Source: an optimization exercise on an open RTL-to-GDS flow (aim: small area, a short achievable clock period and few clock cycles). Production flows keep margins and buffers that such runs may drop.
The RTL was checked by simulation tests, not by an equivalence proof against the original design.

==> inputs of 01-27 <==
// srv_lead_loop
module srv_lead_loop (
    input  wire               clk,
    input  wire               rst,         
    input  wire               start,
    input  wire               clear,
    input  wire signed [15:0] sa,
    input  wire signed [15:0] sb,
    input  wire signed [15:0] sc,
    input  wire signed [15:0] sd,
    input  wire        [23:0] gray,
    input  wire        [23:0] tgt_trk,
    input  wire signed [15:0] tgt_ofs,
    input  wire signed [17:0] ml,
    input  wire signed [15:0] ff,
    input  wire signed [15:0] inj,
    input  wire        [17:0] amin,
    input  wire        [3:0]  gs,
    input  wire        [23:0] intlim,
    input  wire signed [15:0] kds,
    output reg         [5:0]  tbl_addr,
    input  wire        [47:0] tbl_rdata,
    output reg                done,
    output reg                fail,
    output wire signed [15:0] pes,
    output wire signed [48:0] pos,
    output reg  signed [24:0] err,
    output reg  signed [24:0] integ,
    output wire signed [15:0] u
);
Settings: LEC_CHECK=0, ABC_AREA=1, CAP_MARGIN=20, CORE_MARGIN=2, CORE_UTILIZATION=40, SLEW_MARGIN=20; clock period 20.0 ns.
standard.sh (not shown) runs the stock make flow with config.mk's settings and CLKGATE_MAP_FILE= SYNTH_SCRIPT=/design/flow/synth_recipe.tcl, a recipe that flattens the netlist after the stock synthesis.
==> flow/flow/run.sh <==
#!/bin/bash
set -euo pipefail
export BUFFER_PORTS_ARGS="-buffer_cell sky130_fd_sc_hd__buf_1"
bash standard.sh > standard_flow.log 2>&1
==> inputs of 01-14, as changes to 01-27 <==
--- a/flow/design.v
+++ b/flow/design.v
@@ -84,60 +84,80 @@
         input integer n;
         integer v;
         begin
             lg2 = 0;
             for (v = 1; v < n; v = v * 2) lg2 = lg2 + 1;
         end
     endfunction
     localparam L = lg2(W);
-    wire [W-1:0] tt [0:L];
-    assign tt[0] = g;
+    localparam NS = 2 * L;
+    wire [W-1:0] r;
+    wire [W-1:0] pp [0:NS];
     genvar j, i;
     generate
-        for (j = 0; j < L; j = j + 1) begin : g_lv
+        for (i = 0; i < W; i = i + 1) begin : g_rev
+            assign r[i] = g[W-1-i];
+            assign b[W-1-i] = pp[NS][i];
+        end
+        assign pp[0] = r;
+        for (j = 0; j < NS; j = j + 1) begin : g_lv
             for (i = 0; i < W; i = i + 1) begin : g_b
-                if (i + (1 << j) < W) begin : g_x
-                    assign tt[j+1][i] = tt[j][i] ^ tt[j][i+(1<<j)];
+                if (j < L && (i % (2 << j)) == (2 << j) - 1) begin : g_up
+                    assign pp[j+1][i] = pp[j][i] ^ pp[j][i-(1<<j)];
+                end else if (j >= L && j <= 2*L-2 &&
+                             i >= 3*(1 << (2*L-2-j)) - 1 &&
+                             ((i - (3*(1 << (2*L-2-j)) - 1)) % (2 << (2*L-2-j))) == 0) begin : g_dn
+                    assign pp[j+1][i] = pp[j][i] ^ pp[j][i-(1<<(2*L-2-j))];
                 end else begin : g_pass
-                    assign tt[j+1][i] = tt[j][i];
+                    assign pp[j+1][i] = pp[j][i];
                 end
             end
         end
     endgenerate
-    assign b = tt[L];
 endmodule
 module srv_lane (
     input  wire [26:0] acc,
-    input  wire [25:0] m,
-    input  wire [4:0]  b,         
+    input  wire [25:0] mg,
+    input  wire [25:0] me,
+    input  wire [9:0]  bc,
     input  wire [26:0] xv,        
     input  wire        cf,        
     output wire [29:0] v
 );
-    wire n0 = b[2], n1 = b[4];
-    wire one0 = b[1] ^ b[0];
-    wire two0 = (b[2] & ~b[1] & ~b[0]) | (~b[2] & b[1] & b[0]);
-    wire one1 = b[3] ^ b[2];
-    wire two1 = (b[4] & ~b[3] & ~b[2]) | (~b[4] & b[3] & b[2]);
-    wire [27:0] me = {{2{m[25]}}, m};
-    wire [27:0] m2 = {m[25], m, 1'b0};
-    wire [27:0] mag0 = ({28{one0}} & me) | ({28{two0}} & m2);
-    wire [27:0] mag1 = ({28{one1}} & me) | ({28{two1}} & m2);
+    wire n0 = bc[4], n1 = bc[9];
+    wire [27:0] ge = {{2{mg[25]}}, mg};
+    wire [27:0] g2 = {mg[25], mg, 1'b0};
+    wire [27:0] ee = {{2{me[25]}}, me};
+    wire [27:0] e2 = {me[25], me, 1'b0};
+    wire [27:0] mag0 = ({28{bc[0]}} & ge) | ({28{bc[1]}} & g2) | ({28{bc[2]}} & ee) | ({28{bc[3]}} & e2);
+    wire [27:0] mag1 = ({28{bc[5]}} & ge) | ({28{bc[6]}} & g2) | ({28{bc[7]}} & ee) | ({28{bc[8]}} & e2);
     wire [29:0] p0 = {{2{mag0[27] ^ n0}}, mag0 ^ {28{n0}}};
     wire [29:0] p1 = {mag1 ^ {28{n1}}, n1, n1};
     wire [29:0] a0 = {{3{acc[26]}}, acc};
     wire [29:0] x0 = {{3{xv[26]}}, xv};
     wire [29:0] s1 = a0 ^ p0 ^ p1;
     wire [29:0] c1 = {((a0 & p0) | (a0 & p1) | (p0 & p1)), n0} ;
     wire [29:0] s2 = s1 ^ c1 ^ x0;
     wire [29:0] c2 = {((s1 & c1) | (s1 & x0) | (c1 & x0)), 1'b0};
     wire co;
     srv_bkadd #(30) u_add (.a(s2), .b(c2), .ci(n1 | cf), .s(v), .co(co));
 endmodule
+module srv_bdec (
+    input  wire [4:0] b,
+    input  wire       sel_g,
+    output wire [9:0] bc
+);
+    wire one0 = b[1] ^ b[0];
+    wire two0 = (b[2] & ~b[1] & ~b[0]) | (~b[2] & b[1] & b[0]);
+    wire one1 = b[3] ^ b[2];
+    wire two1 = (b[4] & ~b[3] & ~b[2]) | (~b[4] & b[3] & b[2]);
+    assign bc = {b[4], two1 & ~sel_g, one1 & ~sel_g, two1 & sel_g, one1 & sel_g,
+                 b[2], two0 & ~sel_g, one0 & ~sel_g, two0 & sel_g, one0 & sel_g};
+endmodule
 module srv_lead_loop (
     input  wire               clk,
     input  wire               rst,         
     input  wire               start,
     input  wire               clear,
     input  wire signed [15:0] sa,
     input  wire signed [15:0] sb,
     input  wire signed [15:0] sc,
@@ -158,17 +178,18 @@
     output reg                fail,
     output wire signed [15:0] pes,
     output wire signed [48:0] pos,
     output reg  signed [24:0] err,
     output reg  signed [24:0] integ,
     output wire signed [15:0] u
 );
     reg st_idle, st_amp, st_div, st_e1, st_mem, st_lo, st_hi, st_int, st_prod, st_fin;
-    reg fl_ilast, fl_plast, fl_ds;     
+    reg fl_ilast, fl_plast, fl_ds, fl_xbus;
+    reg [9:0] bc0, bc1, bc2;           
     reg gm0, gm1, gm2, fm;             
     reg ftop_r;
     reg [2:0] cnt;
     reg       first;                  
     reg [15:0] pes_r;
     reg [23:0] y_r;                   
     reg        m1_r;                  
     reg        b48_r;                 
@@ -279,59 +300,56 @@
     wire [1:0]  nc_v  = (gs_r <= 4'd4) ? 2'd1 : (gs_r <= 4'd8) ? 2'd2 : 2'd3;
     wire        tpos  = mism ^ pes_neg;               
     wire [23:0] ydec;
     srv_incr #(24) u_y (.a(~acc1[23:0]), .ci(tpos), .s(ydec));
     wire [23:0] y_v = ~ydec;
     wire [15:0] t_kp = tbl_rdata[15:0];
     wire [15:0] t_ki = tbl_rdata[31:16];
     wire [15:0] t_kd = tbl_rdata[47:32];
-    wire [4:0] fwin = {f_r[3:0], fm};
-    wire [25:0] m0 = st_int ? {{9{g0[16]}}, g0} : {err[24], err};
-    wire [25:0] m1 = st_int ? {{9{g1[16]}}, g1} : {err[24], err};
-    wire [25:0] m2 = st_int ? {{9{g2[16]}}, g2} : de_r;
-    wire [4:0]  b0 = st_int ? fwin : st_hi ? 5'b00000 : {g0[3:0], gm0};
-    wire [4:0]  b1 = st_int ? fwin : st_hi ? 5'b00000 : {g1[3:0], gm1};
-    wire [4:0]  b2 = st_int ? fwin : st_hi ? 5'b00000 : st_mem ? 5'b11110 : {g2[3:0], gm2};
+    wire [25:0] mg0 = {{9{g0[16]}}, g0};
+    wire [25:0] mg1 = {{9{g1[16]}}, g1};
+    wire [25:0] mg2 = {{9{g2[16]}}, g2};
+    wire [25:0] me01 = {err[24], err};
     wire [24:0] i_eff = first ? 25'd0 : integ;
-    wire [26:0] x0 = (fl_ilast | st_hi) ? {{7{t_kp[15]}}, t_kp, 4'd0} : fl_plast ? {{9{ff[15]}}, ff, 2'd0} : 27'd0;
-    wire [26:0] x1 = (fl_ilast | st_hi) ? {{7{t_ki[15]}}, t_ki, 4'd0} : fl_plast ? {i_eff, 2'd0} : 27'd0;
-    wire [26:0] x2 = (fl_ilast | st_hi) ? {{7{t_kd[15]}}, t_kd, 4'd0} : fl_plast ? {{9{inj[15]}}, inj, 2'd0} : 27'd0;
+    wire [26:0] x0 = fl_xbus ? {{7{t_kp[15]}}, t_kp, 4'd0} : fl_plast ? {{9{ff[15]}}, ff, 2'd0} : 27'd0;
+    wire [26:0] x1 = fl_xbus ? {{7{t_ki[15]}}, t_ki, 4'd0} : fl_plast ? {i_eff, 2'd0} : 27'd0;
+    wire [26:0] x2 = fl_xbus ? {{7{t_kd[15]}}, t_kd, 4'd0} : fl_plast ? {{9{inj[15]}}, inj, 2'd0} : 27'd0;
     wire [29:0] v0, v1, v2;
-    srv_lane u_l0 (.acc(acc0), .m(m0), .b(b0), .xv(x0), .cf(st_hi), .v(v0));
-    srv_lane u_l1 (.acc(acc1), .m(m1), .b(b1), .xv(x1), .cf(st_hi), .v(v1));
-    srv_lane u_l2 (.acc(acc2), .m(m2), .b(b2), .xv(x2), .cf(st_hi), .v(v2));
+    srv_lane u_l0 (.acc(acc0), .mg(mg0), .me(me01), .bc(bc0), .xv(x0), .cf(st_hi), .v(v0));
+    srv_lane u_l1 (.acc(acc1), .mg(mg1), .me(me01), .bc(bc1), .xv(x1), .cf(st_hi), .v(v1));
+    srv_lane u_l2 (.acc(acc2), .mg(mg2), .me(de_r), .bc(bc2), .xv(x2), .cf(st_hi), .v(v2));
     wire [25:0] v0s = v0[29:4];
     wire [25:0] v1s = v1[29:4];
     wire [25:0] v2s = v2[29:4];
     wire [26:0] p_kp = {acc0[24:0], ext0};     
     wire [26:0] p_ki = {acc1[24:0], ext1};     
     wire [26:0] p_kd = {acc2[24:0], ext2};     
     wire [27:0] isum = {p_ki[26], p_ki};
     wire [27:0] lim  = {4'd0, amp_r[5:0], rem};
     wire        ineg = isum[27];
     wire [27:0] dcl;
     wire        ccl;
-    srv_bkadd #(28) u_cl (.a(lim), .b(ineg ? isum : ~isum), .ci(~ineg), .s(dcl), .co(ccl));
+    assign {ccl, dcl} = {1'b0, lim} + {1'b0, ineg ? isum : ~isum} + {28'd0, ~ineg};
     wire        i_gt = dcl[27] & ~ineg;
     wire        i_lt = dcl[27] & ineg;
     wire [24:0] nlim;
     srv_incr #(25) u_nl (.a(~lim[24:0]), .ci(1'b1), .s(nlim));
     wire [24:0] i_new = i_gt ? lim[24:0] : i_lt ? nlim : isum[24:0];
     wire [28:0] ua = {{2{p_kp[26]}}, p_kp};
     wire [28:0] ub = {{2{p_kd[26]}}, p_kd};
     wire [28:0] uc = {{4{i_new[24]}}, i_new};
     wire [28:0] ud = {{9{bhi_r[3]}}, bhi_r, u_r};
     wire [28:0] us1 = ua ^ ub ^ ud;
     wire [28:0] uc1 = {(ua & ub) | (ua & ud) | (ub & ud), 1'b0};
     wire [28:0] us2 = us1 ^ uc1 ^ uc;
     wire [28:0] uc2 = {(us1 & uc1) | (us1 & uc) | (uc1 & uc), 1'b0};
     wire [28:0] usum;
     wire        uco;
-    srv_bkadd #(29) u_u (.a(us2), .b(uc2), .ci(1'b0), .s(usum), .co(uco));
+    assign {uco, usum} = {1'b0, us2} + {1'b0, uc2};
     wire u_hi = ~usum[28] & (usum[27:15] != 13'd0);
     wire u_lo = usum[28] & (usum[27:15] != 13'h1fff);
     wire [15:0] u_v = u_hi ? 16'h7fff : u_lo ? 16'h8000 : usum[15:0];
     wire div_go   = st_div & ~failr & (cnt != 3'd4);
     wire n_idle   = (st_idle & ~start) | (st_div & failr) | st_fin;
     wire n_amp    = st_idle & start;
     wire n_div    = st_amp | div_go;
     wire n_e1     = st_div & ~failr & (cnt == 3'd4);
@@ -339,39 +357,63 @@
     wire n_lo     = st_mem & ~top;
     wire n_hi     = st_lo;
     wire n_int    = st_hi | (st_int & ~fl_ilast);
     wire n_prod   = (st_mem & top) | (st_int & fl_ilast) | (st_prod & (cnt != 3'd3));
     wire n_fin    = st_prod & (cnt == 3'd3);
     wire [2:0] cnt_inc = cnt + 3'd1;
     wire [2:0] n_cnt = st_amp ? 3'd1 :
                        (st_div | st_prod | (st_int & ~fl_ilast)) ? cnt_inc : 3'd0;
+    wire       n_ilast = n_int & (n_cnt[1:0] == nc - 2'd1);
+    wire       n_ds    = n_amp | st_amp | (st_div & ~failr & (cnt <= 3'd2));
+    wire [4:0] fw_n  = st_int ? {f_r[7:4], f_r[3]} : {f_r[3:0], fm};
+    wire       sp_n  = st_prod;                        
+    wire       ld_n  = st_mem & top;                   
+    wire       rs_n  = st_int & fl_ilast;              
+    wire [4:0] gw0_n = sp_n ? {g0[7:4], g0[3]} : ld_n ? {t_kp[3:0], 1'b0} : {v0[7:4], 1'b0};
+    wire [4:0] gw1_n = sp_n ? {g1[7:4], g1[3]} : ld_n ? {t_ki[3:0], 1'b0} : {v1[7:4], 1'b0};
+    wire [4:0] gw2_n = (st_idle & start) ? {kds[3:0], 1'b0} :
+                       (sp_n | fl_ds) ? {g2[7:4], g2[3]} : ld_n ? {t_kd[3:0], 1'b0} : {v2[7:4], 1'b0};
+    wire [4:0] b0_n = n_int ? fw_n : n_prod ? gw0_n : 5'b00000;
+    wire [4:0] b1_n = n_int ? fw_n : n_prod ? gw1_n : 5'b00000;
+    wire [4:0] b2_n = n_int ? fw_n : (n_prod | n_ds) ? gw2_n : n_mem ? 5'b11110 : 5'b00000;
+    wire [9:0] bc0_n, bc1_n, bc2_n;
+    srv_bdec u_bd0 (.b(b0_n), .sel_g(n_int), .bc(bc0_n));
+    srv_bdec u_bd1 (.b(b1_n), .sel_g(n_int), .bc(bc1_n));
+    srv_bdec u_bd2 (.b(b2_n), .sel_g(n_int), .bc(bc2_n));
+    always @(posedge clk) begin
+        bc0 <= bc0_n;
+        bc1 <= bc1_n;
+        bc2 <= bc2_n;
+    end
     always @(posedge clk) begin
         if (rst) begin
             st_idle <= 1'b1;
             {st_amp, st_div, st_e1, st_mem, st_lo, st_hi, st_int, st_prod, st_fin} <= 9'd0;
             fl_ilast <= 1'b0;
+            fl_xbus  <= 1'b0;
             fl_plast <= 1'b0;
             fl_ds    <= 1'b0;
             cnt      <= 3'd0;
         end else begin
             st_idle <= n_idle;
             st_amp  <= n_amp;
             st_div  <= n_div;
             st_e1   <= n_e1;
             st_mem  <= n_mem;
             st_lo   <= n_lo;
             st_hi   <= n_hi;
             st_int  <= n_int;
             st_prod <= n_prod;
             st_fin  <= n_fin;
             cnt     <= n_cnt;
-            fl_ilast <= n_int & (n_cnt[1:0] == nc - 2'd1);
+            fl_ilast <= n_ilast;
+            fl_xbus  <= n_hi | n_ilast;
             fl_plast <= n_prod & (n_cnt == 3'd3);
-            fl_ds    <= n_amp | st_amp | (st_div & (cnt <= 3'd2));
+            fl_ds    <= n_ds;
         end
     end
     wire s_vsh0 = (st_int & ~fl_ilast) | st_prod;
     wire s_vsh2 = s_vsh0 | fl_ds;
     wire s_init = st_idle & start;
     wire s_zero = (st_mem & top) | st_hi | (st_int & fl_ilast);
     wire [26:0] vsh0 = {v0s[25], v0s}, vsh1 = {v1s[25], v1s}, vsh2 = {v2s[25], v2s};
     wire [26:0] lo0 = ~{{7{t_kp[15]}}, t_kp, 4'd0};
==> flow/config.mk (replaced) <==
export PLATFORM = sky130hd
export DESIGN_NAME = srv_lead_loop
export DESIGN_NICKNAME = srv_lead_loop
export VERILOG_FILES = /design/flow/design.v
export SDC_FILE = /design/flow/constraint.sdc
export NUM_CORES = 4
export LEC_CHECK = 0
export ABC_AREA = 1
export CAP_MARGIN = 20
export CORE_MARGIN = 2
export CORE_UTILIZATION = 60
export PLACE_DENSITY = 0.72
export SLEW_MARGIN = 20
==> inputs of 01-06, as changes to 01-27 <==
--- a/flow/design.v
+++ b/flow/design.v
@@ -84,31 +84,40 @@
         input integer n;
         integer v;
         begin
             lg2 = 0;
             for (v = 1; v < n; v = v * 2) lg2 = lg2 + 1;
         end
     endfunction
     localparam L = lg2(W);
-    wire [W-1:0] tt [0:L];
-    assign tt[0] = g;
+    localparam NS = 2 * L;
+    wire [W-1:0] r;
+    wire [W-1:0] pp [0:NS];
     genvar j, i;
     generate
-        for (j = 0; j < L; j = j + 1) begin : g_lv
+        for (i = 0; i < W; i = i + 1) begin : g_rev
+            assign r[i] = g[W-1-i];
+            assign b[W-1-i] = pp[NS][i];
+        end
+        assign pp[0] = r;
+        for (j = 0; j < NS; j = j + 1) begin : g_lv
             for (i = 0; i < W; i = i + 1) begin : g_b
-                if (i + (1 << j) < W) begin : g_x
-                    assign tt[j+1][i] = tt[j][i] ^ tt[j][i+(1<<j)];
+                if (j < L && (i % (2 << j)) == (2 << j) - 1) begin : g_up
+                    assign pp[j+1][i] = pp[j][i] ^ pp[j][i-(1<<j)];
+                end else if (j >= L && j <= 2*L-2 &&
+                             i >= 3*(1 << (2*L-2-j)) - 1 &&
+                             ((i - (3*(1 << (2*L-2-j)) - 1)) % (2 << (2*L-2-j))) == 0) begin : g_dn
+                    assign pp[j+1][i] = pp[j][i] ^ pp[j][i-(1<<(2*L-2-j))];
                 end else begin : g_pass
-                    assign tt[j+1][i] = tt[j][i];
+                    assign pp[j+1][i] = pp[j][i];
                 end
             end
         end
     endgenerate
-    assign b = tt[L];
 endmodule
 module srv_lane (
     input  wire [26:0] acc,
     input  wire [25:0] m,
     input  wire [4:0]  b,         
     input  wire [26:0] xv,        
     input  wire        cf,        
     output wire [29:0] v
@@ -305,33 +314,33 @@
     wire [26:0] p_kp = {acc0[24:0], ext0};     
     wire [26:0] p_ki = {acc1[24:0], ext1};     
     wire [26:0] p_kd = {acc2[24:0], ext2};     
     wire [27:0] isum = {p_ki[26], p_ki};
     wire [27:0] lim  = {4'd0, amp_r[5:0], rem};
     wire        ineg = isum[27];
     wire [27:0] dcl;
     wire        ccl;
-    srv_bkadd #(28) u_cl (.a(lim), .b(ineg ? isum : ~isum), .ci(~ineg), .s(dcl), .co(ccl));
+    assign {ccl, dcl} = {1'b0, lim} + {1'b0, ineg ? isum : ~isum} + {28'd0, ~ineg};
     wire        i_gt = dcl[27] & ~ineg;
     wire        i_lt = dcl[27] & ineg;
     wire [24:0] nlim;
     srv_incr #(25) u_nl (.a(~lim[24:0]), .ci(1'b1), .s(nlim));
     wire [24:0] i_new = i_gt ? lim[24:0] : i_lt ? nlim : isum[24:0];
     wire [28:0] ua = {{2{p_kp[26]}}, p_kp};
     wire [28:0] ub = {{2{p_kd[26]}}, p_kd};
     wire [28:0] uc = {{4{i_new[24]}}, i_new};
     wire [28:0] ud = {{9{bhi_r[3]}}, bhi_r, u_r};
     wire [28:0] us1 = ua ^ ub ^ ud;
     wire [28:0] uc1 = {(ua & ub) | (ua & ud) | (ub & ud), 1'b0};
     wire [28:0] us2 = us1 ^ uc1 ^ uc;
     wire [28:0] uc2 = {(us1 & uc1) | (us1 & uc) | (uc1 & uc), 1'b0};
     wire [28:0] usum;
     wire        uco;
-    srv_bkadd #(29) u_u (.a(us2), .b(uc2), .ci(1'b0), .s(usum), .co(uco));
+    assign {uco, usum} = {1'b0, us2} + {1'b0, uc2};
     wire u_hi = ~usum[28] & (usum[27:15] != 13'd0);
     wire u_lo = usum[28] & (usum[27:15] != 13'h1fff);
     wire [15:0] u_v = u_hi ? 16'h7fff : u_lo ? 16'h8000 : usum[15:0];
     wire div_go   = st_div & ~failr & (cnt != 3'd4);
     wire n_idle   = (st_idle & ~start) | (st_div & failr) | st_fin;
     wire n_amp    = st_idle & start;
     wire n_div    = st_amp | div_go;
     wire n_e1     = st_div & ~failr & (cnt == 3'd4);
==> flow/config.mk (replaced) <==
export PLATFORM = sky130hd
export DESIGN_NAME = srv_lead_loop
export DESIGN_NICKNAME = srv_lead_loop
export VERILOG_FILES = /design/flow/design.v
export SDC_FILE = /design/flow/constraint.sdc
export NUM_CORES = 4
export LEC_CHECK = 0
export ABC_AREA = 1
export CAP_MARGIN = 20
export CORE_MARGIN = 2
export CORE_UTILIZATION = 60
export PLACE_DENSITY = 0.72
export SLEW_MARGIN = 20
==> run notes <==
Cell count: 01-06 is smaller than 01-14 (3.0%).
Die area: 01-27 > 01-14 > 01-06.
Between 01-27 and 01-14, the lower sequential cell count is in 01-27 (gap 28).
Fmax, lowest first: 01-27, 01-06, 01-14.
==> figures <==
quantity	01-27	01-14	01-06
Fill cells	11800	7086	6874
Number of warnings issued by yosys	16	14	14
Result of the run	finished clean	finished clean	finished clean
Nets	7296	7505	7304
Worst Tran Pin Value	1.12 ns	1.25 ns	1.40 ns
Wire length after detailed routing	202 mm	197 mm	186 mm
Final Critical Period	8.96 ns	8.35 ns	8.69 ns
Post-synthesis share of cell area spent on full adders, half adders and majority gates	27.3%	25.9%	27.0%
Comb_multi_in	4329	4441	4359
GR Layer Usage met1	43.7%	61.4%	60.2%
Testbench counts of 01-27, summed over its fixed seeds: cycles 36,936.
Testbench counts of 01-14, summed over its fixed seeds: cycles 36,936.
Testbench counts of 01-06, summed over its fixed seeds: cycles 36,936.

## what the ideal ports hide
No port has a modelled driver above. Below, the same layouts with a new extraction and two added sets of constraints.
Step 1 sets driving cells, clkbuf_16 on the clock port and buf_2 on the other inputs (assumed; they add their load-dependent delay and slew).
Step 2 times the ports against the registers' clock, not the clock port: input delays grow and output delays shrink by t, the midpoint of the rising clock arrivals with the driver on.
Three values: no drivers, after step 1, after step 2; two values: the first two.
| run | t (ns) | setup WS [ns] | worst slew at a driven data input, ns | pins driven straight from the clock port |
|---|---|---|---|---|
| 01-27 | 0.744 | 11.039 / 11.039 / 11.039 | 0.14 | 1 |
| 01-14 | 0.699 | 11.654 / 11.654 / 11.351 | 0.12 | 1 |
| 01-06 | 0.708 | 11.308 / 11.308 / 11.308 | 0.14 | 1 |
After both steps every run listed still meets setup and hold. The setup slack of 01-14, which loses most, moves by 0.000 ns with the drivers and by -0.303 ns with both steps.
